This is an optimization exercise on Yosys and OpenROAD, whose aim is small area, a short achievable clock period and few clock cycles per item, not a production implementation.
Only simulation tests tie the RTL to the original design; equivalence was not proved.

[flow/config.mk]
export PLATFORM = sky130hd
export DESIGN_NAME = edge_predict
export DESIGN_NICKNAME = edge_predict
export VERILOG_FILES = /design/flow/design.v
export SDC_FILE = /design/flow/constraint.sdc
export NUM_CORES = 4
export LEC_CHECK = 0
export CAP_MARGIN = 20
export CORE_MARGIN = 2
export CORE_UTILIZATION = 40
export SLEW_MARGIN = 20
[flow/constraint.sdc]
create_clock -name core_clock -period 50.0 [get_ports {clk}]
set_input_delay 10.0000 -clock core_clock [delete_from_list [all_inputs] [get_ports {clk}]]
set_output_delay 10.0000 -clock core_clock [all_outputs]
set_load 0.01 [all_outputs]
[flow/flow/run.sh]
#!/bin/bash
# The standard layout (the standard.sh: standard synthesis, floorplan,
# placement, CTS, routing) with repair_timing asked to leave a setup slack
# of at least 38.5 ns at the design's 50 ns clock, so that it sizes and
# buffers the critical paths instead of stopping once 50 ns is met.
set -euo pipefail
bash standard.sh SETUP_SLACK_MARGIN=38.5 finish > standard_flow.log 2>&1
[flow/design.v]
module edge_predict (
  input  wire        clk,
  input  wire        rst,       
  input  wire        start,     
  input  wire [63:0] t_a,       
  input  wire [63:0] t_b,       
  input  wire [63:0] w_a,       
  input  wire [63:0] w_b,       
  input  wire [63:0] x,         
  output reg         busy,
  output reg         done,      
  output wire [63:0] result     
);
  localparam KS  = 3;                        
  localparam KD  = 2 * KS;                   
  localparam KM  = 8;                        
  localparam NG  = 32 / KM;                  
  localparam WM  = 32;                       
  localparam W   = 51;                       
  localparam B   = 47;                       
  localparam WV  = W + B;                    
  localparam H   = 5;                        
  localparam WA  = 57 + H;                   
  localparam WE  = WV - WA - WM;             
  localparam WS  = WA + KM;                  
  localparam [2:0] S_IDLE = 3'd0, S_PREP = 3'd1, S_MUL = 3'd2, S_NORM = 3'd3,
                   S_DIV = 3'd4, S_FIN = 3'd5;
  reg  [2:0]    state;
  reg  [63:0]   T;         
  reg  [64:0]   A;         
  reg  [64:0]   QN;        
  reg  [W-1:0]  RC;        
  reg  [WV-1:0] V;         
  reg  [47:0]   D;         
  reg  [NG-1:0] TH;        
  reg  [6:0]    cnt;       
  reg           first;     
  assign result = T;
  wire prep = (state == S_PREP);
  wire mul  = (state == S_MUL);
  wire fin  = (state == S_FIN);
  wire [W-1:0] RS = V[WV-1:B];
  wire [W-1:0] rlow = {1'b0, RS[W-2:0]} + {1'b0, RC[W-2:0]};
  wire rneg = RS[W-1] ^ RC[W-1] ^ rlow[W-1];
  wire [WA-1:0] acc = V[WA-1+WM:WM];
  wire [WM-1:0] mq  = V[WM-1:0];
  wire [WS-1:0] Aw  = {{(WS-65){A[64]}}, A};
  reg  [WS-1:0] op_ [0:8];
  reg  [WS-1:0] l1 [0:5];
  reg  [WS-1:0] l2 [0:3];
  reg  [WS-1:0] l3 [0:2];
  reg  [WS-1:0] cs_s, cs_c;
  integer j;
  always @* begin
    op_[0] = fin ? {{(WS-65){1'b0}}, T, 1'b1} : {{(WS-WA){acc[WA-1]}}, acc};
    for (j = 0; j < KM; j = j + 1) begin
      if (j == 0)
        op_[1] = (prep | fin | mq[0]) ? Aw : {WS{1'b0}};
      else if (j == 1)
        op_[2] = fin ? {{(WS-65){1'b1}}, ~QN} : ((mul & mq[1]) ? (Aw << 1) : {WS{1'b0}});
      else
        op_[j+1] = (mul & mq[j]) ? (Aw << j) : {WS{1'b0}};
    end
    for (j = 0; j < 3; j = j + 1) begin
      l1[2*j]   = op_[3*j] ^ op_[3*j+1] ^ op_[3*j+2];
      l1[2*j+1] = ((op_[3*j] & op_[3*j+1]) | (op_[3*j] & op_[3*j+2]) | (op_[3*j+1] & op_[3*j+2])) << 1;
    end
    for (j = 0; j < 2; j = j + 1) begin
      l2[2*j]   = l1[3*j] ^ l1[3*j+1] ^ l1[3*j+2];
      l2[2*j+1] = ((l1[3*j] & l1[3*j+1]) | (l1[3*j] & l1[3*j+2]) | (l1[3*j+1] & l1[3*j+2])) << 1;
    end
    l3[0] = l2[0] ^ l2[1] ^ l2[2];
    l3[1] = ((l2[0] & l2[1]) | (l2[0] & l2[2]) | (l2[1] & l2[2])) << 1;
    l3[2] = l2[3];
    cs_s = l3[0] ^ l3[1] ^ l3[2];
    cs_c = ((l3[0] & l3[1]) | (l3[0] & l3[2]) | (l3[1] & l3[2])) << 1;
    cs_c[0] = prep | (fin & ~rneg);           
  end
  wire [WS-1:0] msum = cs_s + cs_c;
  wire [WM-1:0] m_next = {msum[KM-1:0], mq[WM-1:KM]};
  reg  [NG-1:0] grp_nz;
  integer g;
  always @* begin
    for (g = 0; g < NG; g = g + 1)
      grp_nz[g] = |m_next[g*KM +: KM];
  end
  wire mul_more = |(grp_nz & (TH >> 1));
  wire norm_shift = (D[47:42] == 6'd0) && (D[41:0] != 42'd0);
  wire [47:0] D_sh = norm_shift ? {D[41:0], 6'd0} : D;
  wire norm_more = (D_sh[47:42] == 6'd0) && (D_sh[41:0] != 42'd0);
  wire [W-1:0] D1  = {{(W-48){1'b0}}, D};
  wire [W-1:0] D2  = {{(W-49){1'b0}}, D, 1'b0};
  wire [2:0]   di  = D[46:44];
  reg signed [6:0] m_n1, m_0, m_1, m_2;
  always @* begin
    case (di)
      3'd0: begin m_n1 = -13; m_0 = -4; m_1 = 4; m_2 = 12; end
      3'd1: begin m_n1 = -15; m_0 = -5; m_1 = 5; m_2 = 14; end
      3'd2: begin m_n1 = -16; m_0 = -5; m_1 = 5; m_2 = 15; end
      3'd3: begin m_n1 = -17; m_0 = -5; m_1 = 6; m_2 = 17; end
      3'd4: begin m_n1 = -19; m_0 = -6; m_1 = 7; m_2 = 19; end
      3'd5: begin m_n1 = -20; m_0 = -6; m_1 = 7; m_2 = 20; end
      3'd6: begin m_n1 = -21; m_0 = -6; m_1 = 8; m_2 = 22; end
      default: begin m_n1 = -23; m_0 = -7; m_1 = 9; m_2 = 24; end
    endcase
  end
  reg  [W-1:0] rs, rc, ys, yc, op;
  reg  signed [6:0] est;
  reg          gp2, gp1, gn0, gn1;     
  reg  [KD-1:0] dp, dn;
  integer k;
  always @* begin
    rs = RS;
    rc = RC;
    for (k = 0; k < KS; k = k + 1) begin
      ys  = {rs[W-3:0], V[B-1-2*k], V[B-2-2*k]};
      yc  = {rc[W-3:0], 2'b00};
      est = ys[W-1:W-7] + yc[W-1:W-7];
      gp2 = (est >= m_2);
      gp1 = (est >= m_1);
      gn0 = (est <  m_0);
      gn1 = (est <  m_n1);
      op  = gp2 ? ~D2 : gp1 ? ~D1 : gn1 ? D2 : gn0 ? D1 : {W{1'b0}};
      rs  = ys ^ yc ^ op;
      rc  = {((ys & yc) | (ys & op) | (yc & op)), gp1};
      dp[KD-1-2*k -: 2] = {gp2, gp1 & ~gp2};
      dn[KD-1-2*k -: 2] = {gn1, gn0 & ~gn1};
    end
  end
  wire [31:0] dt  = T[31:0] - V[31:0];
  reg  w4, above;
  reg  [2:0] ngu;                            
  integer h;
  always @* begin
    w4 = 1'b0; above = 1'b0; ngu = 3'd1;
    for (h = NG - 1; h >= 0; h = h - 1) begin
      if (!above && (dt[h*KM +: KM] != {KM{1'b0}})) ngu = h + 1;
      if (!above && (dt[h*KM+4 +: 4] == 4'd0) && (dt[h*KM +: 4] != 4'd0)) w4 = 1'b1;
      above = above | (dt[h*KM +: KM] != {KM{1'b0}});
    end
  end
  wire [WM-1:0] dt_al = w4 ? {dt[27:0], 4'd0} : dt;
  wire [47:0] dwn = A[47:0] + D;             
  wire [47:0] dw  = ~dwn;
  reg  [5:0]  gtop;
  reg  [2:0]  f;
  reg         gabove;
  integer fi;
  always @* begin
    gtop = 6'd0; gabove = 1'b0;
    for (fi = 7; fi >= 0; fi = fi - 1) begin
      if (!gabove) gtop = gtop | dw[6*fi +: 6];
      gabove = gabove | (dw[6*fi +: 6] != 6'd0);
    end
    f = gtop[5] ? 3'd0 : gtop[4] ? 3'd1 : gtop[3] ? 3'd2 :
        gtop[2] ? 3'd3 : gtop[1] ? 3'd4 : 3'd5;
  end
  wire [47:0] dw_f = dw << f;
  wire [56:0] dx0 = msum[56:0];
  reg  [3:0]  zm;
  reg         zrun;
  integer zi;
  always @* begin
    zm = 4'd0; zrun = 1'b1;
    for (zi = 0; zi < 9; zi = zi + 1) begin
      zrun = zrun & (dx0[55-zi] == dx0[56]);
      if (zrun) zm = zi + 1;
    end
  end
  wire [4:0]  rv   = 5'd4 + {2'd0, f} + {1'b0, ngu, 1'b0} + {3'd0, w4, 1'b0};
  wire [2:0]  rr   = rv - ((rv >= 5'd18) ? 5'd18 : (rv >= 5'd12) ? 5'd12 : (rv >= 5'd6) ? 5'd6 : 5'd0);
  wire [4:0]  zc   = {1'b0, zm} + H;                           
  wire [4:0]  zd   = zc - {2'd0, rr};
  wire [4:0]  z    = {2'd0, rr} + ((zd >= 5'd12) ? 5'd12 : (zd >= 5'd6) ? 5'd6 : 5'd0);
  wire [WA-1:0] dxa = {{H{dx0[56]}}, dx0} << z;
  wire [6:0]  nd   = 7'd16 + {4'd0, f} + {1'b0, ngu, 3'd0} - {2'd0, z} - {4'd0, w4, 2'b00};
  always @(posedge clk) begin
    if (rst) begin
      state <= S_IDLE;
      busy  <= 1'b0;
      done  <= 1'b0;
    end else begin
      done <= 1'b0;
      case (state)
        S_IDLE: if (start) begin
          state <= S_PREP;
          busy  <= 1'b1;
        end
        S_PREP: state <= S_MUL;
        S_MUL:  if (!mul_more) state <= norm_more ? S_NORM : S_DIV;
        S_NORM: if (!norm_more) state <= S_DIV;
        S_DIV:  if (cnt == 7'd6) state <= S_FIN;
        S_FIN: begin
          state <= S_IDLE;
          busy  <= 1'b0;
          done  <= 1'b1;
        end
        default: state <= S_IDLE;
      endcase
    end
  end
  always @(posedge clk) begin
    first <= 1'b0;
    RC    <= {W{1'b0}};
    QN    <= {65{1'b0}};
    case (state)
      S_IDLE: begin              
        T <= t_a;
        A <= {8'd0, ~w_a[56:0]};
        V <= {{(WE+H){1'b0}}, x[56:0], t_b[31:0]};
        D <= w_b[47:0];
      end
      S_PREP: begin
        A   <= {{(65-WA){dxa[WA-1]}}, dxa};
        V   <= {{(WE+WA){1'b0}}, dt_al};
        D   <= dw_f;
        TH  <= {NG{1'b1}};
        cnt <= nd;
      end
      S_MUL: begin
        V   <= {{WE{msum[WS-1]}}, msum[WS-1:KM], m_next};
        TH  <= TH >> 1;
        D   <= D_sh;
        cnt <= norm_shift ? cnt + 7'd6 : cnt;
        first <= 1'b1;
      end
      S_NORM: begin
        D   <= D_sh;
        cnt <= norm_shift ? cnt + 7'd6 : cnt;
        first <= 1'b1;
      end
      S_DIV: begin
        V   <= {rs, V[B-1:0] << KD};
        RC  <= rc;
        A   <= first ? {{(65-KD){1'b0}}, dp} : {A[64-KD:0], dp};
        QN  <= {QN[64-KD:0], dn};
        cnt <= cnt - 7'd6;
      end
      S_FIN: T <= msum[64:1];
      default: ;
    endcase
  end
endmodule
[flow/standard.sh]
#!/bin/bash
# synth_recipe.tcl (not shown) runs the flow's synth.tcl, then flattens the netlist and writes it again
# the make line also repeats each setting of config.mk as NAME=value (left out here)
make -C /OpenROAD-flow-scripts/flow DESIGN_CONFIG=/design/flow/config.mk WORK_HOME=/design/flow/orfs CLKGATE_MAP_FILE= SYNTH_SCRIPT=/design/flow/synth_recipe.tcl "${@:-finish}"
==> results.cfg, run 1 <==
[route]
finalWirelength_microns = 269000
vias = 57600
vias_per_cell = 6.21
highest_layer = met5
drt_first_pass_iters = 8
drc = 0
initialDrtViolationCount = 7299
wl_met1_microns = 102000
met3WireLength_microns = 33100
wl_met2_microns = 114000
wl_per_cell_microns = 29.0
antenna_left = 0

[floorplan]
ios = 389
core_sq_um = 146000
start_util_pct = 40.3
num_rows = 140
dieArea_sq_um = 150000
die_y_microns = 387
die_w_microns = 387

[cts]
cts_inserted_buffers = 55
htreeDepth = 2
cts_buffer_depth = 3
clock_sinks = 406
insertion_delay_ns = 0.70
cts_tree = done
cts_root_buffer = clkbuf_16
path_clk_slew_ns = 0.06

[worst_hold_path]
hold-path-cell-count = 1
hp-class = register to register

[place]
dpl.cell_count = 8908
dp_hpwl_microns = 194000
io_buffers = 326
place_congestion = 0.998
placed_cell_area_sq_um = 63600

[yosys]
yosysWarnings = 5
avgSynthCellArea_sq_um = 8.33
synth_area_leaders = fa_1, edfxtp_1, nand2_1, ha_1, inv_1
syn_area_sq_um = 58700
syn_inst = 7044
yosysMostFrequentCell = nand2_1
ys_ff_latch = 406
ys.flop_type = edfxtp_1
synth_edf_count = 284
synthArstFlopShare_pct = 0
synth_nets = 8256
yosysSeqAreaShare_pct = 18.7
synth_top_area_cell = fa_1
yosys.cell_types.count = 104
synthTopCellsByCount = nand2_1, inv_1, fa_1
netlist.area_leader.share_pct = 20.5

[global_routing]
grt_pass1_vias = 54600
antenna_found_initial = 45
grt_pass1_wl_microns = 379000
grt_overflow = 0
grt_max_degree = 109
track_usage_pct = 34.1

[run]
maxCapViolCount = 0

[critical_path]
crit_path_top_delay_cell = edfxtp_1
crit_fanout = 56
cp_top_family = adder cells
endpoint_kind = register
startpoint_type = register
worst_path_largest_cell_delay_ns = 1.03
crit_cells = 45
crit_required_ns = 50.42
r2r_cells = 45
cp.arrival_ns = 12.89
critPathKind = register to register
crit_buf_inv = 11
cp_common_cell = ha_1

[cells_and_area]
fillers = 14100
drive_above_1_share_pct = 12.4
postLayoutCellArea_sq_um = 70400
syn_to_final_growth_pct = 20.0
nets = 8500
final_cells = 9276

[timing]
setup_viol = 0
period_needed_ns = 12.47
fin_crit_sh_pct = 24.9
fmax_ghz = 0.0802
timing.slew.headroom_pct = 11.7
worstMarginPinSlew_ns = 1.31
finalMaxSlewViolations = 0
final_hold_viol_count = 0
tns_ns = 0
grt_setup_unrepaired = true
clock_skew_ns = 0.0277

[status]
status = timing/DRC/antenna clean
state kept, by name, indices dropped and copies added (netlist names):
register	count
A	65
D	48
QN	65
RC	51
T	64
TH	3
V	98
busy	1
cnt	6
done	1
first	1
state	3
final timing paths:
check,slack (ns),from,to
worst max-delay path,37.53,A[11]$_DFFE_PP_,A[41]$_DFFE_PP_
worst max register to register,37.53,A[11]$_DFFE_PP_,A[41]$_DFFE_PP_
worst min register to register,0.48,QN[52]$_SDFF_PN0_,QN[58]$_SDFF_PN0_
worst min-delay path,0.48,QN[52]$_SDFF_PN0_,QN[58]$_SDFF_PN0_
per-layer routing:
metal / track usage (%) / vias up
li1: - / 24800
met1: 43.9 / 28200
met2: 50.7 / 3703
met3: 9.06 / 790
met4: 22.1 / 34
met5: 0 / -
what timing repair did:
action,CTS,global route
gates cloned,27,10
resized for setup,423,181
hold buffers,0,0
pin swaps,96,82
setup endpoints to repair,241,174
setup buffers,136,67
cell usage in the layout (no fill, tap or decap), types with 60 or more instances in the layout:
cell type,Yosys,routed
a21o_1,129,128
and2_1,116,112
o221ai_1,72,66
edfxtp_1,284,284
nand2_1,996,987
xor2_1,71,60
fa_1,601,590
a221o_1,66,66
nand3_1,77,75
xnor2_1,121,106
ha_1,288,275
a21oi_1,479,449
inv_1,906,894
and3_1,323,320
dfxtp_1,122,119
mux2i_1,169,137
nor2_1,352,330
clkdlybuf4s50_1,0,260
a221oi_1,135,110
clkbuf_16,0,69
o21ai_0,350,333
buf_4,9,260
metrics by stage:
stage | hold slack (ns) | setup WS, ns | utilization, %
after floorplan | 0.453 | 38.51 | -
after global placement | 0.468 | 34.23 | 43.6
after detailed placement | 0.466 | 33.88 | 43.6
after CTS | 0.479 | 37.65 | 47.1
after global routing | 0.504 | 37.26 | 48.3
final | 0.477 | 37.53 | 48.3
layout make-up:
cell class | count | area [sq um] | share of cell area [%]
Multi-Input combinational cell | 5212 | 44200 | 62.7
Sequential cell | 406 | 11000 | 15.6
Timing Repair Buffer | 698 | 7430 | 10.5
Inverter | 914 | 3540 | 5.02
Tap cell | 1917 | 2400 | 3.41
Clock buffer | 76 | 1630 | 2.32
Clock inverter | 27 | 216 | 0.307
Antenna cell | 25 | 62.6 | 0.0888
Timing Repair inverter | 1 | 8.76 | 0.0124
cells by family after synthesis:
kind of cell | count (synthesis) | share of synthesized area (%)
xor gates and xnor gates | 193 | 2.89
and+or+nand+nor | 2150 | 17.2
DFF | 406 | 18.7
adders and majority gates | 889 | 26.6
muxes | 263 | 5.80
AOI/OAI and AO/OA | 1715 | 19.4
buffers and inverters | 1428 | 9.42
Testbench counts, summed over its fixed seeds: cycles 6,165, items 512.
==> inputs of run 2 (changes only) <==
==> flow/run.sh (new file) <==
#!/bin/bash
# synth_recipe.tcl (not shown) runs the flow's synth.tcl, then flattens the netlist and writes it again
# the make line also repeats each setting of config.mk as NAME=value (left out here)
make -C /OpenROAD-flow-scripts/flow DESIGN_CONFIG=/design/flow/config.mk WORK_HOME=/design/flow/orfs CLKGATE_MAP_FILE= SYNTH_SCRIPT=/design/flow/synth_recipe.tcl finish
removed: flow/flow/run.sh
removed: flow/standard.sh
==> run 2 against run 1 <==
Against the previous run:
- flip-flop and latch count unchanged
- hold slack lost 0.0011 ns
- critical path depth grew 13
- clock skew is 0.0033 ns lower
- synthesized cell count stayed put
- sequential share of layout area grew 1.2 points
- cell area is 7.0% lower
- routed wire length is 7.7% lower
- area after synthesis did not move
- highest routed layer unchanged
==> results.cfg, run 2 <==
[yosys]
yosysWarnings = 5
synth_nets = 8256
synthTopCellsByCount = nand2_1, inv_1, fa_1
synth_edf_count = 284
avgSynthCellArea_sq_um = 8.33
syn_area_sq_um = 58700
synth_top_area_cell = fa_1
synth_area_leaders = fa_1, edfxtp_1, nand2_1, ha_1, inv_1
yosysMostFrequentCell = nand2_1
yosys.cell_types.count = 104
synthArstFlopShare_pct = 0
netlist.area_leader.share_pct = 20.5
syn_inst = 7044
yosysSeqAreaShare_pct = 18.7
ys_ff_latch = 406
ys.flop_type = edfxtp_1

[worst_hold_path]
hp-class = register to register
hold-path-cell-count = 1

[critical_path]
crit_cells = 58
crit_fanout = 47
r2r_cells = 58
timing.rr.start = V[48]$_DFFE_PP_
crit_end = cnt[6]$_DFFE_PP_
cp_common_cell = a21o_1
crit_buf_inv = 9
crit_path_top_delay_cell = a222oi_1
crit_path_start = V[48]$_DFFE_PP_
startpoint_type = register
cp.arrival_ns = 17.23
worst_path_largest_cell_delay_ns = 0.95
cp_top_family = compound AO/OA/AOI/OAI gates
endpoint_kind = register
r2r-end = cnt[6]$_DFFE_PP_
ff2ff_setup_slack_ns = 33.18
critPathKind = register to register
crit_required_ns = 50.40

[global_routing]
track_usage_pct = 32.2
grt_max_degree = 112
grt_overflow = 0
grt_pass1_vias = 53200
antenna_found_initial = 36
grt_pass1_wl_microns = 362000

[status]
status = timing/DRC/antenna clean

[timing]
fmax_ghz = 0.0594
fin_crit_sh_pct = 33.6
clock_skew_ns = 0.0244
period_needed_ns = 16.82
timing.slew.headroom_pct = 15.0
setup_viol = 0
tns_ns = 0
grt_setup_unrepaired = false
final_hold_viol_count = 0
finalMaxSlewViolations = 0
worstMarginPinSlew_ns = 1.27

[route]
drc = 0
wl_per_cell_microns = 27.5
vias_per_cell = 6.10
initialDrtViolationCount = 6801
antenna_left = 0
drt_first_pass_iters = 8
finalWirelength_microns = 249000
vias = 55100

[cts]
path_clk_slew_ns = 0.06
insertion_delay_ns = 0.68
cts_root_buffer = clkbuf_16
htreeDepth = 2
hold_buffers = 0
postCtsSetupBuffers = 0
cts_tree = done
ctsResizeCount = 0
clock_sinks = 406
cts_inserted_buffers = 54
cts_buffer_depth = 3

[cells_and_area]
final_cells = 9022
reg.largest.list = V: 98 flops, A: 65 flops, QN: 65 flops
syn_to_final_growth_pct = 11.6
layout_commonest_cell = nand2_1
ff_latch_area_sq_um = 11000
nets = 8258
drive_above_1_share_pct = 5.89
regMostFlops = V
final_cell_mix = nand2_1, inv_1, fa_1, a21oi_1, o21ai_0
largest_register_ff_count = 98
fillers = 14500
multi_input_area_sq_um = 42400

[place]
dp_hpwl_microns = 192000
io_buffers = 326
dpl.cell_count = 8907
place_congestion = 1.01

[floorplan]
start_util_pct = 40.3
ios = 389
die_w_microns = 387
core_sq_um = 146000
num_rows = 140
die_y_microns = 387
dieArea_sq_um = 150000

[run]
maxCapViolCount = 0
-- run 2: cell count changes in the layout (fill, tap and decap cells not counted), sizes merged, moves of 2 or more --
cell and delta:
diode -11, bufbuf -17, bufinv +7, clkdlybuf4s50 +66
buf -217, clkinv -4, clkdlybuf4s15 -12, clkbuf -17
clkinvlp -2, dlygate4sd2 -46
-- run 2: worst reg2reg max path, delay by kind of cell, from the launching register on --
family	cells	cell delay, ns
AOI/OAI and AO/OA	29	7.95
adders and majority gates	10	3.33
buffers and inverters	9	1.89
xor gates and xnor gates	3	1.39
and+or+nand+nor	6	1.34
DFF	1	0.45
muxes	1	0.20
-- run 2: final cells by class --
cell class / count / share of cell area (%)
diodes: 14 / 0.0535
clock buffers: 71 / 2.37
clock inverters: 30 / 0.613
inverters: 914 / 5.25
multi-input cells: 5210 / 64.8
flip-flops and latches: 406 / 16.8
well taps: 1917 / 3.66
repair buffers: 460 / 6.52
-- run 2: through the flow --
step                      hold WS [ns]  util (%)  worst slack (ns)  cell area [sq um]
final                            0.476      44.9             33.18              65500
after global routing             0.506      44.9             32.59              65500
after CTS                        0.479      44.9             33.67              65500
after global placement           0.466      43.6             34.09              63500
after floorplan                  0.453         -             37.32              58700
after detailed placement         0.465      43.6             33.77              63500
-- run 2: worst min path at each step --
stage / from / end / slack [ns]
floorplan: QN[0]$_SDFF_PN0_ / QN[6]$_SDFF_PN0_ / 0.45
global placement: QN[22]$_SDFF_PN0_ / QN[28]$_SDFF_PN0_ / 0.47
detailed placement: QN[57]$_SDFF_PN0_ / QN[63]$_SDFF_PN0_ / 0.46
CTS: QN[39]$_SDFF_PN0_ / QN[45]$_SDFF_PN0_ / 0.48
global route: QN[35]$_SDFF_PN0_ / QN[41]$_SDFF_PN0_ / 0.51
finish: QN[39]$_SDFF_PN0_ / QN[45]$_SDFF_PN0_ / 0.48
-- run 2: cell families (layout without fill, tap and decap cells) --
group | after synthesis | in the layout | synth area share [%]
AND/OR/NAND/NOR | 2150 | 2150 | 17.2
AO/OA/AOI/OAI | 1715 | 1715 | 19.4
buffers and inverters | 1428 | 1475 | 9.42
adder cells (fa/ha/maj) | 889 | 889 | 26.6
flip-flops | 406 | 406 | 18.7
multiplexers | 263 | 263 | 5.80
XOR/XNOR | 193 | 193 | 2.89
other | 0 | 14 | 0
-- run 2: per-layer routing --
metal	GRT usage (%)	up-vias	wire length, microns
li1	-	24300	-
met1	41.2	26900	95700
met2	48.9	3256	108000
met3	8.24	614	27200
met4	19.6	32	17800
met5	0	-	209
==> inputs of run 3 (changes only) <==
--- a/flow/design.v
+++ b/flow/design.v
@@ -157,16 +157,23 @@
   end
   wire [47:0] dw_f = dw << f;
   wire [56:0] dx0 = msum[56:0];
-  reg  [3:0]  zm;
-  reg         zrun;
+  wire [12:0] xt  = V[56+WM:44+WM];           
+  wire [12:0] wt  = ~A[56:44];                
+  wire [12:0] dh0 = xt - wt;                  
+  wire [12:0] dh1 = dh0 - 13'd1;              
+  reg  [3:0]  zm0, zm1;
+  reg         zr0, zr1;
   integer zi;
   always @* begin
-    zm = 4'd0; zrun = 1'b1;
+    zm0 = 4'd0; zr0 = 1'b1; zm1 = 4'd0; zr1 = 1'b1;
     for (zi = 0; zi < 9; zi = zi + 1) begin
-      zrun = zrun & (dx0[55-zi] == dx0[56]);
-      if (zrun) zm = zi + 1;
-    end
-  end
+      zr0 = zr0 & (dh0[11-zi] == dh0[12]);
+      zr1 = zr1 & (dh1[11-zi] == dh1[12]);
+      if (zr0) zm0 = zi + 1;
+      if (zr1) zm1 = zi + 1;
+    end
+  end
+  wire [3:0]  zm  = (zm0 < zm1) ? zm0 : zm1;
   wire [4:0]  rv   = 5'd4 + {2'd0, f} + {1'b0, ngu, 1'b0} + {3'd0, w4, 1'b0};
   wire [2:0]  rr   = rv - ((rv >= 5'd18) ? 5'd18 : (rv >= 5'd12) ? 5'd12 : (rv >= 5'd6) ? 5'd6 : 5'd0);
   wire [4:0]  zc   = {1'b0, zm} + H;                           
==> flow/flow/run.sh (new file) <==
#!/bin/bash
# The standard layout (the standard.sh: standard synthesis, floorplan,
# placement, CTS, routing) with repair_timing asked to leave a setup slack
# of at least 38.5 ns at the design's 50 ns clock, so that it sizes and
# buffers the critical paths instead of stopping once 50 ns is met.
set -euo pipefail
bash standard.sh SETUP_SLACK_MARGIN=38.5 finish > standard_flow.log 2>&1
==> flow/standard.sh (new file) <==
#!/bin/bash
# synth_recipe.tcl (not shown) runs the flow's synth.tcl, then flattens the netlist and writes it again
# the make line also repeats each setting of config.mk as NAME=value (left out here)
make -C /OpenROAD-flow-scripts/flow DESIGN_CONFIG=/design/flow/config.mk WORK_HOME=/design/flow/orfs CLKGATE_MAP_FILE= SYNTH_SCRIPT=/design/flow/synth_recipe.tcl "${@:-finish}"
--- a/flow/config.mk
+++ b/flow/config.mk
@@ -7,5 +7,6 @@
 export LEC_CHECK = 0
 export CAP_MARGIN = 20
 export CORE_MARGIN = 2
-export CORE_UTILIZATION = 40
+export CORE_UTILIZATION = 55
+export PLACE_DENSITY = 0.75
 export SLEW_MARGIN = 20
removed: flow/run.sh
==> run 3 against run 2 <==
Against the previous run:
- die area fell by 24%
- critical path depth fell by 57
- still clean
- flip-flop and latch count did not move
- synthesized cell count rose by 8.5%
- sequential share of layout area fell by 1.2 points
- cell area rose by 8.0%
- final cell count rose by 4.1%
- via count rose by 18%
==> results.cfg, run 3 <==
[floorplan]
start_util_pct = 55.4
die_y_microns = 338
die_w_microns = 338
dieArea_sq_um = 114000
num_rows = 122
ios = 389
core_sq_um = 111000

[route]
initialDrtViolationCount = 10400
wl_per_cell_microns = 32.1
drt_first_pass_iters = 9
vias_per_cell = 6.94
drc = 0
finalWirelength_microns = 301000
vias = 65100
antenna_left = 0

[cts]
hold_buffers = 0
htreeDepth = 2
cts_tree = done
insertion_delay_ns = 0.72
clock_sinks = 406
cts_buffer_depth = 3
cts_inserted_buffers = 54
cts_root_buffer = clkbuf_16
path_clk_slew_ns = 0.07

[yosys]
synth_nets = 8873
synth_edf_count = 284
yosys.cell_types.count = 107
synth_area_leaders = fa_1, edfxtp_1, ha_1, nand2_1, inv_1
avgSynthCellArea_sq_um = 8.02
yosysWarnings = 5
synthTopCellsByCount = nand2_1, inv_1, fa_1
syn_inst = 7644
synth_top_area_cell = fa_1
ys_ff_latch = 406
netlist.area_leader.share_pct = 19.7
yosysMostFrequentCell = nand2_1
syn_area_sq_um = 61300
synthArstFlopShare_pct = 0
ys.flop_type = edfxtp_1
yosysSeqAreaShare_pct = 17.9

[cells_and_area]
final_cell_mix = nand2_1, inv_1, fa_1, o21ai_0, a21oi_1
layout_commonest_cell = nand2_1
regMostFlops = V
syn_to_final_growth_pct = 15.4
postLayoutCellArea_sq_um = 70700
nets = 9056
drive_above_1_share_pct = 9.48
largest_register_ff_count = 98
reg.largest.list = V: 98 flops, A: 65 flops, QN: 65 flops
fin_util_pct = 63.9
final_cells = 9389

[worst_hold_path]
min_to = QN[61]$_SDFF_PN0_
timing.hold.worst.start = QN[55]$_SDFF_PN0_
hold-path-cell-count = 1
hp-class = register to register

[timing]
period_needed_ns = 11.51
hold_ws_ns = 0.484
timing.slew.headroom_pct = 10.7
grt_setup_unrepaired = true
finalMaxSlewViolations = 0
fmax_ghz = 0.0869
fin_crit_sh_pct = 23.0
tns_ns = 0
worstMarginPinSlew_ns = 1.33
setup_viol = 0
final_hold_viol_count = 0
clock_skew_ns = 0.0265

[status]
status = timing/DRC/antenna clean

[global_routing]
antenna_found_initial = 49
grt_max_degree = 100
grt_overflow = 0
grt_pass1_wl_microns = 417000
track_usage_pct = 50.6
grt_pass1_vias = 59400

[place]
place_congestion = 1.06
placed_cell_area_sq_um = 66000
dp_hpwl_microns = 218000
dpl.cell_count = 9089
io_buffers = 326

[critical_path]
r2r_cells = 39
crit_path_top_delay_cell = edfxtp_1
cp_top_family = flip-flops
ff2ff_setup_slack_ns = 38.61
timing.rr.start = D[35]$_DFFE_PP_
critPathKind = register to primary output
crit_required_ns = 40.00
worst_path_largest_cell_delay_ns = 0.47
cp.arrival_ns = 1.51
endpoint_kind = primary output
crit_chain = dlygate4sd2_1
r2r-end = cnt[6]$_DFFE_PP_
crit_buf_inv = 1
crit_fanout = 2
startpoint_type = register

[run]
maxCapViolCount = 0
[run 3: cell types whose count changed after synthesis, moves of 22 or more]
cell,delta
o21ai_0,+171
nor2_1,+71
a221oi_1,-57
clkbuf_1,+57
nor3_1,+49
mux4_2,-40
and2_1,+37
o211ai_1,+36
a211oi_1,+33
a22oi_1,+31
a21o_1,-26
a21oi_1,+25
a211o_1,+22
[run 3: logic make-up (layout without fill, tap and decap cells)]
group / Yosys count / in the layout / synth area share (%)
simple gates: 2370 / 2370 / 18.3
compound gates: 2083 / 2083 / 22.3
buf+inv: 1481 / 1709 / 9.15
fa+ha+maj: 906 / 906 / 25.9
flops: 406 / 406 / 17.9
mux: 202 / 202 / 3.65
xor+xnor: 196 / 196 / 2.85
other cells: 0 / 29 / 0
[run 3: worst reg2reg max path, delay by kind of cell (launching register included)]
family / cells / cell delay (ns)
adders and majority gates: 10 / 3.51
AOI/OAI and AO/OA: 11 / 3.17
and+or+nand+nor: 7 / 2.31
buffers and inverters: 9 / 0.98
DFF: 1 / 0.75
xor gates and xnor gates: 2 / 0.40
[run 3: final cells by class]
class	count	area, sq um
Clock buffer	76	1570
Clock inverter	25	230
Inverter	924	3480
Antenna cell	29	72.6
Multi-Input combinational cell	5757	46000
Fill cell	9734	39900
Tap cell	1488	1860
Sequential cell	406	11000
Timing Repair Buffer	684	6520
[run 3: worst max-delay path by stage]
stage / start / endpoint / slack, ns / cells after the start
2_1_floorplan: A[1]$_DFFE_PP_ / cnt[6]$_DFFE_PP_ / 38.79 / 48
3_3_place_gp: V[89]$_SDFFCE_PP0P_ / V[82]$_DFFE_PP_ / 36.48 / 48
3_5_place_dp: V[89]$_SDFFCE_PP0P_ / V[53]$_DFFE_PP_ / 36.29 / 49
4_1_cts: T[0]$_DFFE_PP_ / result[0] / 38.50 / 1
5_1_grt: V[89]$_SDFFCE_PP0P_ / V[53]$_DFFE_PP_ / 38.32 / 44
6_report: T[8]$_DFFE_PP_ / result[8] / 38.49 / 1
[run 3: stage by stage]
step	worst slack, ns
after floorplan	38.79
after global placement	36.48
after detailed placement	36.29
after CTS	38.50
after global routing	38.32
final	38.49
[run 3: per-layer routing]
layer	GRT usage (%)	part of all wire, %	vias to the layer above
li1	-	-	27000
met1	64.5	35	31000
met2	66.1	38	5750
met3	23.9	18	1281
met4	37.0	9.4	36
met5	0.0426	0.093	-
[run 3: timing repair]
action / in CTS / in global routing
setup buffers: 96 / 54
setup endpoints to repair: 238 / 176
cloned: 6 / 14
pin swaps: 13 / 60
gates resized for setup: 204 / 164
Testbench counts of run 3, summed over its fixed seeds: cycles 6,165, items 512.
==> inputs of run 4 (changes only) <==
--- a/flow/config.mk
+++ b/flow/config.mk
@@ -7,6 +7,5 @@
 export LEC_CHECK = 0
 export CAP_MARGIN = 20
 export CORE_MARGIN = 2
-export CORE_UTILIZATION = 55
-export PLACE_DENSITY = 0.75
+export CORE_UTILIZATION = 40
 export SLEW_MARGIN = 20
==> run 4 against run 3 <==
Against the previous run:
- global-route usage fell by 13 points
- setup slack lost 0.0010 ns
- sequential share of layout area decreased by 0.12 points
- die area grew 37%
- hold slack worse by 0.0062 ns
- critical path depth unchanged
- synthesized cell count did not move
- critical endpoint is now result[19]
==> results.cfg, run 4 <==
[cells_and_area]
ff_latch_area_sq_um = 11000
nets = 9071
drive_above_1_share_pct = 9.62
final_cell_mix = nand2_1, inv_1, fa_1, o21ai_0, a21oi_1
regMostFlops = V
reg.largest.list = V: 98 flops, A: 65 flops, QN: 65 flops
final_cells = 9934
largest_register_ff_count = 98
multi_input_area_sq_um = 45900
fillers = 15000
syn_to_final_growth_pct = 16.3
layout_commonest_cell = nand2_1

[timing]
finalMaxSlewViolations = 0
fmax_ghz = 0.0869
grt_setup_unrepaired = true
clock_skew_ns = 0.0423
final_hold_viol_count = 0
fin_crit_sh_pct = 23.0
timing.slew.headroom_pct = 18.6
setup_viol = 0
worstMarginPinSlew_ns = 1.19
period_needed_ns = 11.51
tns_ns = 0

[global_routing]
grt_max_degree = 81
grt_pass1_wl_microns = 432000
grt_overflow = 0
grt_pass1_vias = 59000
antenna_found_initial = 34
track_usage_pct = 38.0

[cts]
insertion_delay_ns = 0.72
cts_root_buffer = clkbuf_16
htreeDepth = 2
cts_inserted_buffers = 57
hold_buffers = 0
clock_sinks = 406
cts_buffer_depth = 3
cts_tree = done
path_clk_slew_ns = 0.06

[worst_hold_path]
hp-class = register to register
timing.hold.worst.start = QN[57]$_SDFF_PN0_

[yosys]
yosys.cell_types.count = 107
ys_ff_latch = 406
yosysMostFrequentCell = nand2_1
synth_area_leaders = fa_1, edfxtp_1, ha_1, nand2_1, inv_1
netlist.area_leader.share_pct = 19.7
synthTopCellsByCount = nand2_1, inv_1, fa_1
synthArstFlopShare_pct = 0
synth_top_area_cell = fa_1
syn_inst = 7644
ys.flop_type = edfxtp_1
yosysSeqAreaShare_pct = 17.9
yosysWarnings = 5
syn_area_sq_um = 61300
synth_edf_count = 284
avgSynthCellArea_sq_um = 8.02
synth_nets = 8873

[place]
io_buffers = 326
dpl.cell_count = 9631
dp_hpwl_microns = 233000
place_congestion = 1.03

[route]
wl_per_cell_microns = 31.2
antenna_left = 0
initialDrtViolationCount = 8524
vias = 63200
vias_per_cell = 6.36
drt_first_pass_iters = 7
finalWirelength_microns = 310000
drc = 0

[floorplan]
dieArea_sq_um = 156000
start_util_pct = 40.3
die_w_microns = 396
num_rows = 143
ios = 389
die_y_microns = 396
core_sq_um = 152000

[critical_path]
cp.arrival_ns = 1.51
crit_chain = dlygate4sd2_1
crit_path_top_delay_cell = edfxtp_1
crit_path_start = T[19]$_DFFE_PP_
crit_required_ns = 40.00
worst_path_largest_cell_delay_ns = 0.47
critPathKind = register to primary output
cp_top_family = flip-flops
crit_buf_inv = 1
endpoint_kind = primary output
timing.rr.start = state[0]$_SDFFE_PP0P_
crit_fanout = 2
startpoint_type = register

[run]
maxCapViolCount = 0

[status]
status = timing/DRC/antenna clean
-- run 4: changes by cell type in the layout (fill, tap and decap cells not counted), sizes merged, moves of 4 or more --
cell,delta
dlygate4sd2,-8
buf,+27
bufinv,+4
diode,-16
nor2,+6
clkbuf,-11
-- run 4: path summary, 6_finish.rpt --
path,cells past startpoint,endpoint,slack [ns]
worst max-delay path,1,result[19],38.49
worst min-delay path,1,QN[63]$_SDFF_PN0_,0.48
worst max register to register,32,A[51]$_DFFE_PP_,38.74
worst min register to register,1,QN[63]$_SDFF_PN0_,0.48
-- run 4: what timing repair did --
item	CTS	global route
resized for setup	206	146
gates cloned	6	6
buffers inserted	110	58
endpoints found under the setup margin	237	171
pin swaps	13	33
-- run 4: logic make-up after synthesis --
kind of cell / share of synthesized area, %
XOR/XNOR: 2.85
multiplexers: 3.65
AND/OR/NAND/NOR: 18.3
buffers and inverters: 9.15
flip-flops: 17.9
adder cells (fa/ha/maj): 25.9
AO/OA/AOI/OAI: 22.3
-- run 4: metrics by stage --
stage / setup slack (ns) / cell area [sq um] / utilization [%] / hold WS [ns]
2_1_floorplan: 38.79 / 61300 / - / 0.451
3_3_place_gp: 36.05 / 66700 / 43.9 / 0.466
3_5_place_dp: 35.87 / 66800 / 43.9 / 0.465
4_1_cts: 38.47 / 70000 / 46.0 / 0.478
5_1_grt: 38.40 / 71300 / 46.9 / 0.501
6_report: 38.49 / 71300 / 46.9 / 0.478
-- run 4: layout make-up --
class	instances	share of cell area (%)
Multi-Input combinational cell	5763	64.4
Timing Repair inverter	1	0.00702
Inverter	924	4.88
Clock buffer	77	2.22
Clock inverter	31	0.567
Sequential cell	406	15.4
Antenna cell	13	0.0456
Timing Repair Buffer	689	8.97
Tap cell	2030	3.56
-- run 4: routing by layer --
layer / track usage, % / vias to the layer above / part of all wire, %
met1: 51.1 / 31100 / 39
met5: 0 / - / 0.042
met3: 11.3 / 790 / 13
li1: - / 27100 / -
met2: 54.1 / 4234 / 41
met4: 21.1 / 22 / 6.9
==> inputs of run 5 (changes only) <==
--- a/flow/config.mk
+++ b/flow/config.mk
@@ -5,6 +5,7 @@
 export SDC_FILE = /design/flow/constraint.sdc
 export NUM_CORES = 4
 export LEC_CHECK = 0
+export ABC_AREA = 1
 export CAP_MARGIN = 20
 export CORE_MARGIN = 2
 export CORE_UTILIZATION = 40
==> run 5 against run 4 <==
Against the previous run:
- sequential share of layout area up 0.99 points
- cell area down 6.1%
- largest cell class unchanged
- routed wire length shrank 15%
- critical path depth is the same
- count of clock-buffer cells in the layout decreased by 1
- global-route usage decreased by 3.8 points
- still clean
==> results.cfg, run 5 <==
[status]
status = timing/DRC/antenna clean

[floorplan]
core_sq_um = 146000
die_y_microns = 388
start_util_pct = 40.4
ios = 389
die_w_microns = 388
num_rows = 140
dieArea_sq_um = 151000

[critical_path]
worst_path_largest_cell_delay_ns = 0.47
crit_fanout = 2
endpoint_kind = primary output
crit_chain = dlygate4sd2_1
cp_top_family = flip-flops
crit_path_top_delay_cell = edfxtp_1
crit_required_ns = 40.00
r2r_cells = 56
startpoint_type = register
cp.arrival_ns = 1.49
crit_cells = 1
crit_buf_inv = 1
critPathKind = register to primary output

[yosys]
yosysMostFrequentCell = nand2_1
synth_top_area_cell = fa_1
ys.flop_type = edfxtp_1
synthArstFlopShare_pct = 0
synth_nets = 9609
synthTopCellsByCount = nand2_1, inv_1, nor2_1
syn_inst = 8380
netlist.area_leader.share_pct = 20.4
yosysSeqAreaShare_pct = 18.6
avgSynthCellArea_sq_um = 7.04
syn_area_sq_um = 59000
ys_ff_latch = 406
synth_edf_count = 284
yosysWarnings = 5
yosys.cell_types.count = 73
synth_area_leaders = fa_1, edfxtp_1, nand2_1, inv_1, ha_1

[route]
wl_per_cell_microns = 25.1
wl_met1_microns = 102000
drt_first_pass_iters = 9
met3WireLength_microns = 28800
drc = 0
antenna_left = 0
finalWirelength_microns = 264000
vias = 60400
vias_per_cell = 5.74
wl_met2_microns = 114000
highest_layer = met5
initialDrtViolationCount = 7367

[cells_and_area]
layout_commonest_cell = nand2_1
largest_register_ff_count = 98
regMostFlops = V
drive_above_1_share_pct = 5.13
nets = 9775
fillers = 15100
reg.largest.list = V: 98 flops, A: 65 flops, QN: 65 flops
syn_to_final_growth_pct = 13.4
final_cell_mix = nand2_1, inv_1, nor2_1, nand3_1, fa_1
postLayoutCellArea_sq_um = 67000

[place]
dp_hpwl_microns = 211000
place_congestion = 1.02
placed_cell_area_sq_um = 63800
io_buffers = 326

[cts]
htreeDepth = 2
clock_sinks = 406
cts_root_buffer = clkbuf_16
insertion_delay_ns = 0.70
cts_buffer_depth = 3
cts_tree = done
cts_inserted_buffers = 54
path_clk_slew_ns = 0.06

[timing]
grt_setup_unrepaired = false
final_hold_viol_count = 0
worstMarginPinSlew_ns = 1.17
period_needed_ns = 11.49
tns_ns = 0
setup_viol = 0
clock_skew_ns = 0.0377
fin_crit_sh_pct = 23.0
fmax_ghz = 0.0870
timing.slew.headroom_pct = 21.5
finalMaxSlewViolations = 0

[global_routing]
antenna_found_initial = 17
grt_max_degree = 94
grt_pass1_vias = 58300
grt_overflow = 0
track_usage_pct = 34.1
grt_pass1_wl_microns = 385000

[worst_hold_path]
hp-class = register to register
hold-path-cell-count = 2

[run]
maxCapViolCount = 0
==> run 5: changes by cell type in the layout (fill, tap and decap cells not counted), sizes merged, moves of 72 or more <==
cell,change
a21o,-72
a21oi,-157
a221oi,-76
and2,-151
and3,-336
buf,-227
inv,+553
mux2i,-156
nand2,+927
nand3,+514
nand4,+100
nor2,+407
nor3,-72
o22ai,+166
==> run 5: cells by family (layout without fill, tap and decap cells) <==
group                    Yosys count  in the layout  share of synthesized area, %
AO/OA/AOI/OAI                   1404           1404                          13.9
XOR/XNOR                         158            158                          2.40
adder cells (fa/ha/maj)          906            906                          26.9
buffers and inverters           1877           2089                          12.3
flip-flops                       406            406                          18.6
multiplexers                       7              7                         0.119
other                              0              8                             0
AND/OR/NAND/NOR                 3622           3622                          25.8
==> run 5: final timing paths <==
| check | start | end | slack, ns |
|---|---|---|---|
| setup reg to reg | V[89]$_SDFFCE_PP0P_ | V[52]$_DFFE_PP_ | 38.94 |
| hold reg to reg | QN[56]$_SDFF_PN0_ | QN[62]$_SDFF_PN0_ | 0.43 |
| hold / removal | QN[56]$_SDFF_PN0_ | QN[62]$_SDFF_PN0_ | 0.43 |
| setup / recovery | T[18]$_DFFE_PP_ | result[18] | 38.51 |
==> run 5: final cells by class <==
cell class / count / area, sq um / area share (%)
clock inverter: 26 / 230 / 0.344
antenna: 8 / 20.0 / 0.0299
timing repair buffer: 473 / 4600 / 6.87
inverter: 1513 / 5770 / 8.61
tap: 1917 / 2400 / 3.58
sequential: 406 / 11000 / 16.4
multi-input combinational: 6097 / 41300 / 61.7
clock buffer: 76 / 1670 / 2.49
timing repair inverter: 1 / 8.76 / 0.0131
==> run 5: per-stage QoR <==
| stage | utilization (%) | worst slack (ns) | hold slack [ns] | cells |
|---|---|---|---|---|
| finish | 45.8 | 38.51 | 0.429 | 10500 |
| global route | 45.8 | 38.47 | 0.446 | 10500 |
| CTS | 45.4 | 38.50 | 0.427 | 10500 |
| detailed placement | 43.7 | 36.59 | 0.417 | 10300 |
| global placement | 43.7 | 36.77 | 0.417 | 10300 |
| floorplan | - | 39.42 | 0.408 | 8380 |
==> run 5: routing by layer <==
| layer | up-vias | global-route usage [%] |
|---|---|---|
| met4 | 4 | 20.0 |
| met1 | 28800 | 43.7 |
| met5 | - | 0 |
| met2 | 3491 | 52.6 |
| li1 | 27400 | - |
| met3 | 691 | 7.98 |
==> run 5: repair_timing <==
item,4_1_cts,5_1_grt
pin swaps,3,19
hold buffers,0,0
setup endpoints to repair,186,172
setup buffers,48,21
cloned,4,5
gates resized for setup,144,77
==> inputs of run 6 (changes only) <==
==> flow/flow/run.sh (replaced) <==
#!/bin/bash
set -euo pipefail
bash standard.sh SETUP_SLACK_MARGIN=38.5 \
  'BUFFER_PORTS_ARGS=-buffer_cell sky130_fd_sc_hd__buf_2' finish > standard_flow.log 2>&1
==> run 6 against run 5 <==
Against the previous run:
- area after synthesis unchanged
- still clean
- global-route usage is 0.49 points lower
- critical endpoint is now result[12]
- flip-flop and latch count did not move
- setup slack got worse by 0.048 ns
- final cell count down 0.39%
- register-to-register slack worse by 0.14 ns
- critical path depth did not move
==> results.cfg, run 6 <==
[status]
status = timing/DRC/antenna clean

[route]
drc = 0
vias_per_cell = 5.75
initialDrtViolationCount = 7496
finalWirelength_microns = 260000
wl_per_cell_microns = 24.8
antenna_left = 0
drt_first_pass_iters = 10
vias = 60200

[critical_path]
crit_fanout = 3
timing.rr.start = V[91]$_SDFFCE_PP0P_
critPathKind = register to primary output
crit_chain = buf_2
startpoint_type = register
r2r_cells = 51
cp_top_family = flip-flops
crit_required_ns = 40.00
cp.arrival_ns = 1.54
crit_buf_inv = 1
ff2ff_setup_slack_ns = 38.80
crit_path_top_delay_cell = edfxtp_1
endpoint_kind = primary output
r2r-end = V[92]$_SDFFCE_PP0P_
worst_path_largest_cell_delay_ns = 0.62

[timing]
finalMaxSlewViolations = 0
period_needed_ns = 11.54
fmax_ghz = 0.0867
grt_setup_unrepaired = false
setup_viol = 0
final_hold_viol_count = 0
timing.slew.headroom_pct = 20.1
fin_crit_sh_pct = 23.1
clock_skew_ns = 0.0314
worstMarginPinSlew_ns = 1.19
tns_ns = 0

[worst_hold_path]
hp-class = register to register
min_to = QN[59]$_SDFF_PN0_
hold-path-cell-count = 2
timing.hold.worst.start = QN[53]$_SDFF_PN0_

[floorplan]
core_sq_um = 146000
num_rows = 140
ios = 389
die_w_microns = 388
dieArea_sq_um = 151000
start_util_pct = 40.4
die_y_microns = 388

[cells_and_area]
drive_above_1_share_pct = 8.25
largest_register_ff_count = 98
fin_util_pct = 44.5
nets = 9731
final_cell_mix = nand2_1, inv_1, nor2_1, nand3_1, fa_1
reg.largest.list = V: 98 flops, A: 65 flops, QN: 65 flops
fillers = 15300
regMostFlops = V
final_cells = 10500
ff_latch_area_sq_um = 11000
multi_input_area_sq_um = 41300
syn_to_final_growth_pct = 10.1
layout_commonest_cell = nand2_1

[yosys]
yosys.cell_types.count = 73
yosysMostFrequentCell = nand2_1
avgSynthCellArea_sq_um = 7.04
syn_area_sq_um = 59000
synthArstFlopShare_pct = 0
netlist.area_leader.share_pct = 20.4
ys_ff_latch = 406
yosysWarnings = 5
synthTopCellsByCount = nand2_1, inv_1, nor2_1
yosysSeqAreaShare_pct = 18.6
synth_edf_count = 284
ys.flop_type = edfxtp_1
synth_nets = 9609
synth_top_area_cell = fa_1
syn_inst = 8380
synth_area_leaders = fa_1, edfxtp_1, nand2_1, inv_1, ha_1

[run]
maxCapViolCount = 0

[cts]
htreeDepth = 2
cts_inserted_buffers = 53
clock_sinks = 406
cts_root_buffer = clkbuf_16
cts_buffer_depth = 3
hold_buffers = 0
insertion_delay_ns = 0.69
path_clk_slew_ns = 0.06
cts_tree = done

[global_routing]
grt_pass1_vias = 57200
grt_max_degree = 77
grt_overflow = 0
track_usage_pct = 33.7
antenna_found_initial = 19
grt_pass1_wl_microns = 379000

[place]
io_buffers = 326
dpl.cell_count = 10300
place_congestion = 1.03
dp_hpwl_microns = 208000
-- run 6: cell counts after synthesis --
Identical to the previous run, type by type.
-- run 6: layer usage --
layer | global-route usage [%] | part of all wire (%)
met3 | 7.74 | 11
met1 | 43.5 | 39
met4 | 19.6 | 7.0
met2 | 51.5 | 43
met5 | 0 | 0.045
-- run 6: cell families after synthesis --
| family | after synthesis | synth area share, % |
|---|---|---|
| compound gates | 1404 | 13.9 |
| xor+xnor | 158 | 2.40 |
| fa+ha+maj | 906 | 26.9 |
| buf+inv | 1877 | 12.3 |
| flops | 406 | 18.6 |
| mux | 7 | 0.119 |
| simple gates | 3622 | 25.8 |
-- run 6: worst max-delay path by stage --
| stage | start | to | slack, ns | cells past startpoint |
|---|---|---|---|---|
| after floorplan | w_b[34] | D[34]$_DFFE_PP_ | 39.42 | 3 |
| after global placement | V[89]$_SDFFCE_PP0P_ | V[51]$_DFFE_PP_ | 36.63 | 57 |
| after detailed placement | V[89]$_SDFFCE_PP0P_ | V[92]$_SDFFCE_PP0P_ | 36.52 | 51 |
| after CTS | T[8]$_DFFE_PP_ | result[8] | 38.50 | 1 |
| after global routing | V[91]$_SDFFCE_PP0P_ | V[49]$_DFFE_PP_ | 38.45 | 59 |
| final | T[12]$_DFFE_PP_ | result[12] | 38.46 | 1 |
-- run 6: final cells by class --
cell class / count / area share [%]
Clock inverter: 21 / 0.345
Tap cell: 1917 / 3.69
Sequential cell: 406 / 16.9
Antenna cell: 12 / 0.0462
Clock buffer: 79 / 2.49
Inverter: 1513 / 8.86
Timing Repair Buffer: 430 / 4.20
Multi-Input combinational cell: 6098 / 63.5
-- run 6: timing repair --
action | in CTS | in global routing
resized for setup | 55 | 64
gates cloned | 5 | 4
setup endpoints to repair | 123 | 170
setup buffers | 15 | 11
pin swaps | 7 | 18
-- run 6: per-stage QoR --
step           area (sq um)  hold WS, ns  setup WS (ns)
2_1_floorplan         59000        0.408          39.42
3_3_place_gp          62200        0.418          36.63
3_5_place_dp          62200        0.418          36.52
4_1_cts               64500        0.417          38.50
5_1_grt               65000        0.435          38.45
6_report              65000        0.426          38.46
==> inputs of run 7 (changes only) <==
--- a/flow/design.v
+++ b/flow/design.v
@@ -32,7 +32,8 @@
   reg  [W-1:0]  RC;        
   reg  [WV-1:0] V;         
   reg  [47:0]   D;         
-  reg  [NG-1:0] TH;        
+  reg  [2:0]    mcnt;      
+  reg           bprev;     
   reg  [6:0]    cnt;       
   reg           first;     
   assign result = T;
@@ -45,46 +46,46 @@
   wire [WA-1:0] acc = V[WA-1+WM:WM];
   wire [WM-1:0] mq  = V[WM-1:0];
   wire [WS-1:0] Aw  = {{(WS-65){A[64]}}, A};
-  reg  [WS-1:0] op_ [0:8];
-  reg  [WS-1:0] l1 [0:5];
-  reg  [WS-1:0] l2 [0:3];
-  reg  [WS-1:0] l3 [0:2];
-  reg  [WS-1:0] cs_s, cs_c;
+  wire [8:0]    bb  = {mq[7:0], bprev};       
+  wire          mul_more = (mcnt != 3'd1);
+  reg  [WS-1:0] op_ [0:5];
+  reg  [WS-1:0] l1 [0:3];
+  reg  [WS-1:0] l2 [0:2];
+  reg  [WS-1:0] sel, cs_s, cs_c;
+  reg           b_one, b_two, b_neg;
   integer j;
   always @* begin
     op_[0] = fin ? {{(WS-65){1'b0}}, T, 1'b1} : {{(WS-WA){acc[WA-1]}}, acc};
-    for (j = 0; j < KM; j = j + 1) begin
-      if (j == 0)
-        op_[1] = (prep | fin | mq[0]) ? Aw : {WS{1'b0}};
-      else if (j == 1)
-        op_[2] = fin ? {{(WS-65){1'b1}}, ~QN} : ((mul & mq[1]) ? (Aw << 1) : {WS{1'b0}});
-      else
-        op_[j+1] = (mul & mq[j]) ? (Aw << j) : {WS{1'b0}};
-    end
-    for (j = 0; j < 3; j = j + 1) begin
+    op_[5] = (mul & ~mul_more & mq[7]) ? (Aw << 8) : {WS{1'b0}};
+    for (j = 0; j < 4; j = j + 1) begin
+      b_one = bb[2*j+1] ^ bb[2*j];
+      b_two = (bb[2*j+2] & ~bb[2*j+1] & ~bb[2*j]) | (~bb[2*j+2] & bb[2*j+1] & bb[2*j]);
+      b_neg = bb[2*j+2];
+      if (!mul) begin
+        b_one = (j == 0) & (prep | fin);
+        b_two = 1'b0;
+        b_neg = 1'b0;
+      end
+      sel = b_one ? Aw : b_two ? (Aw << 1) : {WS{1'b0}};
+      sel = b_neg ? ~sel : sel;
+      op_[j+1] = sel << (2*j);
+      op_[5][2*j] = b_neg;                    
+      if (j == 1 && fin)
+        op_[2] = {{(WS-65){1'b1}}, ~QN};
+    end
+    for (j = 0; j < 2; j = j + 1) begin
       l1[2*j]   = op_[3*j] ^ op_[3*j+1] ^ op_[3*j+2];
       l1[2*j+1] = ((op_[3*j] & op_[3*j+1]) | (op_[3*j] & op_[3*j+2]) | (op_[3*j+1] & op_[3*j+2])) << 1;
     end
-    for (j = 0; j < 2; j = j + 1) begin
-      l2[2*j]   = l1[3*j] ^ l1[3*j+1] ^ l1[3*j+2];
-      l2[2*j+1] = ((l1[3*j] & l1[3*j+1]) | (l1[3*j] & l1[3*j+2]) | (l1[3*j+1] & l1[3*j+2])) << 1;
-    end
-    l3[0] = l2[0] ^ l2[1] ^ l2[2];
-    l3[1] = ((l2[0] & l2[1]) | (l2[0] & l2[2]) | (l2[1] & l2[2])) << 1;
-    l3[2] = l2[3];
-    cs_s = l3[0] ^ l3[1] ^ l3[2];
-    cs_c = ((l3[0] & l3[1]) | (l3[0] & l3[2]) | (l3[1] & l3[2])) << 1;
+    l2[0] = l1[0] ^ l1[1] ^ l1[2];
+    l2[1] = ((l1[0] & l1[1]) | (l1[0] & l1[2]) | (l1[1] & l1[2])) << 1;
+    l2[2] = l1[3];
+    cs_s = l2[0] ^ l2[1] ^ l2[2];
+    cs_c = ((l2[0] & l2[1]) | (l2[0] & l2[2]) | (l2[1] & l2[2])) << 1;
     cs_c[0] = prep | (fin & ~rneg);           
   end
   wire [WS-1:0] msum = cs_s + cs_c;
   wire [WM-1:0] m_next = {msum[KM-1:0], mq[WM-1:KM]};
-  reg  [NG-1:0] grp_nz;
-  integer g;
-  always @* begin
-    for (g = 0; g < NG; g = g + 1)
-      grp_nz[g] = |m_next[g*KM +: KM];
-  end
-  wire mul_more = |(grp_nz & (TH >> 1));
   wire norm_shift = (D[47:42] == 6'd0) && (D[41:0] != 42'd0);
   wire [47:0] D_sh = norm_shift ? {D[41:0], 6'd0} : D;
   wire norm_more = (D_sh[47:42] == 6'd0) && (D_sh[41:0] != 42'd0);
@@ -221,12 +222,14 @@
         A   <= {{(65-WA){dxa[WA-1]}}, dxa};
         V   <= {{(WE+WA){1'b0}}, dt_al};
         D   <= dw_f;
-        TH  <= {NG{1'b1}};
+        mcnt  <= ngu;
+        bprev <= 1'b0;
         cnt <= nd;
       end
       S_MUL: begin
         V   <= {{WE{msum[WS-1]}}, msum[WS-1:KM], m_next};
-        TH  <= TH >> 1;
+        mcnt  <= mcnt - 3'd1;
+        bprev <= mq[7];
         D   <= D_sh;
         cnt <= norm_shift ? cnt + 7'd6 : cnt;
         first <= 1'b1;
==> flow/flow/run.sh (replaced) <==
#!/bin/bash
# The standard layout (the standard.sh: standard synthesis, floorplan,
# placement, CTS, routing) with repair_timing asked to leave a setup slack
# of at least 38.5 ns at the design's 50 ns clock, so that it sizes and
# buffers the critical paths instead of stopping once 50 ns is met.
set -euo pipefail
bash standard.sh SETUP_SLACK_MARGIN=38.5 finish > standard_flow.log 2>&1
==> run 7 against run 6 <==
Against the previous run:
- setup slack better by 0.0018 ns
- final cell count is 0.55% higher
- critical path type unchanged
- die area fell by 1.7%
- area after synthesis shrank 1.8%
- flip-flop and latch count up 1
- critical endpoint is now result[18]
- sequential share of layout area decreased by 0.41 points
- routed wire length up 19%
- global-route usage rose by 6.1 points
==> results.cfg, run 7 <==
[status]
status = timing/DRC/antenna clean

[critical_path]
worst_path_largest_cell_delay_ns = 0.58
r2r_cells = 49
crit_chain = buf_6
crit_path_start = T[18]$_DFFE_PP_
crit_end = result[18]
critPathKind = register to primary output
crit_path_top_delay_cell = edfxtp_1
timing.rr.start = D[43]$_DFFE_PP_
cp.arrival_ns = 1.53
crit_cells = 1
startpoint_type = register
crit_required_ns = 40.00
endpoint_kind = primary output
cp_top_family = flip-flops
r2r-end = A[31]$_DFFE_PP_
ff2ff_setup_slack_ns = 38.85
crit_fanout = 2
crit_buf_inv = 1

[yosys]
netlist.area_leader.share_pct = 14.8
synth_edf_count = 285
yosysWarnings = 4
yosys.cell_types.count = 68
avgSynthCellArea_sq_um = 6.95
synth_top_area_cell = edfxtp_1
syn_area_sq_um = 58000
syn_inst = 8343
synth_area_leaders = edfxtp_1, fa_1, nand2_1, inv_1, ha_1
synth_nets = 9384
yosysSeqAreaShare_pct = 19.0
ys.flop_type = edfxtp_1
synthTopCellsByCount = nand2_1, inv_1, nand3_1
ys_ff_latch = 407
synthArstFlopShare_pct = 0
yosysMostFrequentCell = nand2_1

[cts]
cts_root_buffer = clkbuf_16
hold_buffers = 0
cts_tree = done
insertion_delay_ns = 0.74
htreeDepth = 2
cts_buffer_depth = 3
path_clk_slew_ns = 0.07
clock_sinks = 407
cts_inserted_buffers = 57

[floorplan]
die_y_microns = 385
num_rows = 139
dieArea_sq_um = 148000
ios = 389
core_sq_um = 144000
die_w_microns = 385
start_util_pct = 40.4

[route]
initialDrtViolationCount = 9529
finalWirelength_microns = 309000
drc = 0
vias_per_cell = 6.03
wl_per_cell_microns = 29.4
antenna_left = 0
vias = 63500
drt_first_pass_iters = 10

[global_routing]
grt_pass1_vias = 57700
grt_pass1_wl_microns = 423000
grt_max_degree = 113
antenna_found_initial = 36
grt_overflow = 0
track_usage_pct = 39.8

[timing]
worstMarginPinSlew_ns = 1.31
final_hold_viol_count = 0
fmax_ghz = 0.0867
setup_ws_ns = 38.47
grt_setup_unrepaired = true
period_needed_ns = 11.53
fin_crit_sh_pct = 23.1
tns_ns = 0
clock_skew_ns = 0.101
timing.slew.headroom_pct = 11.9
setup_viol = 0
finalMaxSlewViolations = 0

[place]
place_congestion = 1.05
dp_slack_ns = 36.51
io_buffers = 326
dp_hpwl_microns = 236000

[cells_and_area]
regMostFlops = V
fin_util_pct = 46.5
nets = 9587
syn_to_final_growth_pct = 15.2
final_cell_mix = nand2_1, inv_1, nand3_1, o21ai_0, nor2_1
reg.largest.list = V: 98 flops, A: 65 flops, QN: 65 flops
layout_commonest_cell = nand2_1
drive_above_1_share_pct = 7.02
largest_register_ff_count = 98

[worst_hold_path]
hp-class = register to register
hold-path-cell-count = 2

[run]
maxCapViolCount = 0
run 7: cell count changes after synthesis, moves of 134 or more:
cell / delta
nand3_1: +137
nor2_1: -235
fa_1: -191
xor2_1: +266
nand2_1: -207
inv_1: -134
run 7: cell families (layout without fill, tap and decap cells):
family / after synthesis / in the layout / share of synthesized area [%]
simple gates: 3268 / 3272 / 24.1
fa+ha+maj: 718 / 718 / 20.8
xor+xnor: 415 / 415 / 6.27
compound gates: 1703 / 1703 / 17.0
mux: 52 / 52 / 0.898
buf+inv: 1780 / 2027 / 11.9
flops: 407 / 407 / 19.0
other cells: 0 / 37 / 0
run 7: worst min-delay path by stage:
stage                      start                 to  slack [ns]
5_1_grt        QN[44]$_SDFF_PN0_  QN[50]$_SDFF_PN0_        0.43
3_3_place_gp    QN[5]$_SDFF_PN0_  QN[11]$_SDFF_PN0_        0.43
3_5_place_dp    QN[6]$_SDFF_PN0_  QN[12]$_SDFF_PN0_        0.43
4_1_cts        QN[44]$_SDFF_PN0_  QN[50]$_SDFF_PN0_        0.40
6_report       QN[44]$_SDFF_PN0_  QN[50]$_SDFF_PN0_        0.41
2_1_floorplan   QN[5]$_SDFF_PN0_  QN[11]$_SDFF_PN0_        0.41
run 7: repair_timing:
item,in CTS,in global routing
pin swaps,6,21
gates resized for setup,178,82
setup buffers,60,55
endpoints found under the setup margin,240,178
cloned,4,17
run 7: final cells by class:
class                           count  area, sq um
Multi-Input combinational cell   6160        40700
Clock buffer                       75         1670
Timing Repair inverter              1         11.3
Timing Repair Buffer              562         5410
Sequential cell                   407        11000
Clock inverter                     32          387
Inverter                         1357         5170
Fill cell                       14800        76900
Antenna cell                       37         92.6
Tap cell                         1903         2380
run 7: worst register-to-register path: cells and delay by family, from the launching register on:
family	cells	cell delay, ns
xor gates and xnor gates	2	0.55
DFF	1	1.05
AOI/OAI and AO/OA	3	0.55
adders and majority gates	10	3.56
buffers and inverters	13	2.02
and+or+nand+nor	21	3.08
run 7: layer usage:
layer | track usage (%) | up-vias | share of wire [%]
li1 | - | 27900 | -
met1 | 51.4 | 30200 | 38
met2 | 56.4 | 4515 | 40
met3 | 12.3 | 856 | 13
met4 | 27.6 | 18 | 8.5
met5 | 0 | - | 0.053
run 7: per-stage QoR:
step           hold WS (ns)  area [sq um]  cells
2_1_floorplan         0.405         58000   8343
5_1_grt               0.432         66700  10500
3_3_place_gp          0.430         62800  10300
6_report              0.413         66800  10500
4_1_cts               0.402         65600  10400
3_5_place_dp          0.429         62800  10300
Testbench counts of run 7, summed over its fixed seeds: cycles 6,165, items 512.

-- port drivers added, routing unchanged --
Ports are ideal in the flow. The routed layouts listed here were re-timed in OpenROAD. Step 1: set_driving_cell puts a clkbuf_16 on clk and a buf_2 on each other input, an assumption about the parent block. Step 2 also shifts input and output timing later by t, the mid clock arrival at the registers, as if the neighbouring blocks saw the same clock. Three values: ideal ports, drivers, drivers and shift; two values: the first two.
| run | shift t [ns] | setup WS [ns] | hold slack, ns |
|---|---|---|---|
| run 1 | 0.762 | 37.526 / 37.526 / 37.526 | 0.477 / 0.477 / 0.477 |
| run 2 | 0.750 | 33.176 / 33.176 / 33.176 | 0.476 / 0.476 / 0.476 |
| run 3 | 0.782 | 38.492 / 38.413 / 38.238 | 0.484 / 0.484 / 0.484 |
| run 4 | 0.785 | 38.491 / 38.409 / 38.333 | 0.478 / 0.478 / 0.478 |
| run 5 | 0.759 | 38.512 / 38.429 / 38.464 | 0.429 / 0.429 / 0.429 |
| run 6 | 0.760 | 38.464 / 38.380 / 38.800 | 0.426 / 0.426 / 0.426 |
| run 7 | 0.762 | 38.466 / 38.389 / 38.458 | 0.413 / 0.413 / 0.413 |
After both steps setup and hold are still met in every run listed. For run 3, which loses most, drivers alone change the setup slack by -0.079 ns; drivers and shift together by -0.254 ns.
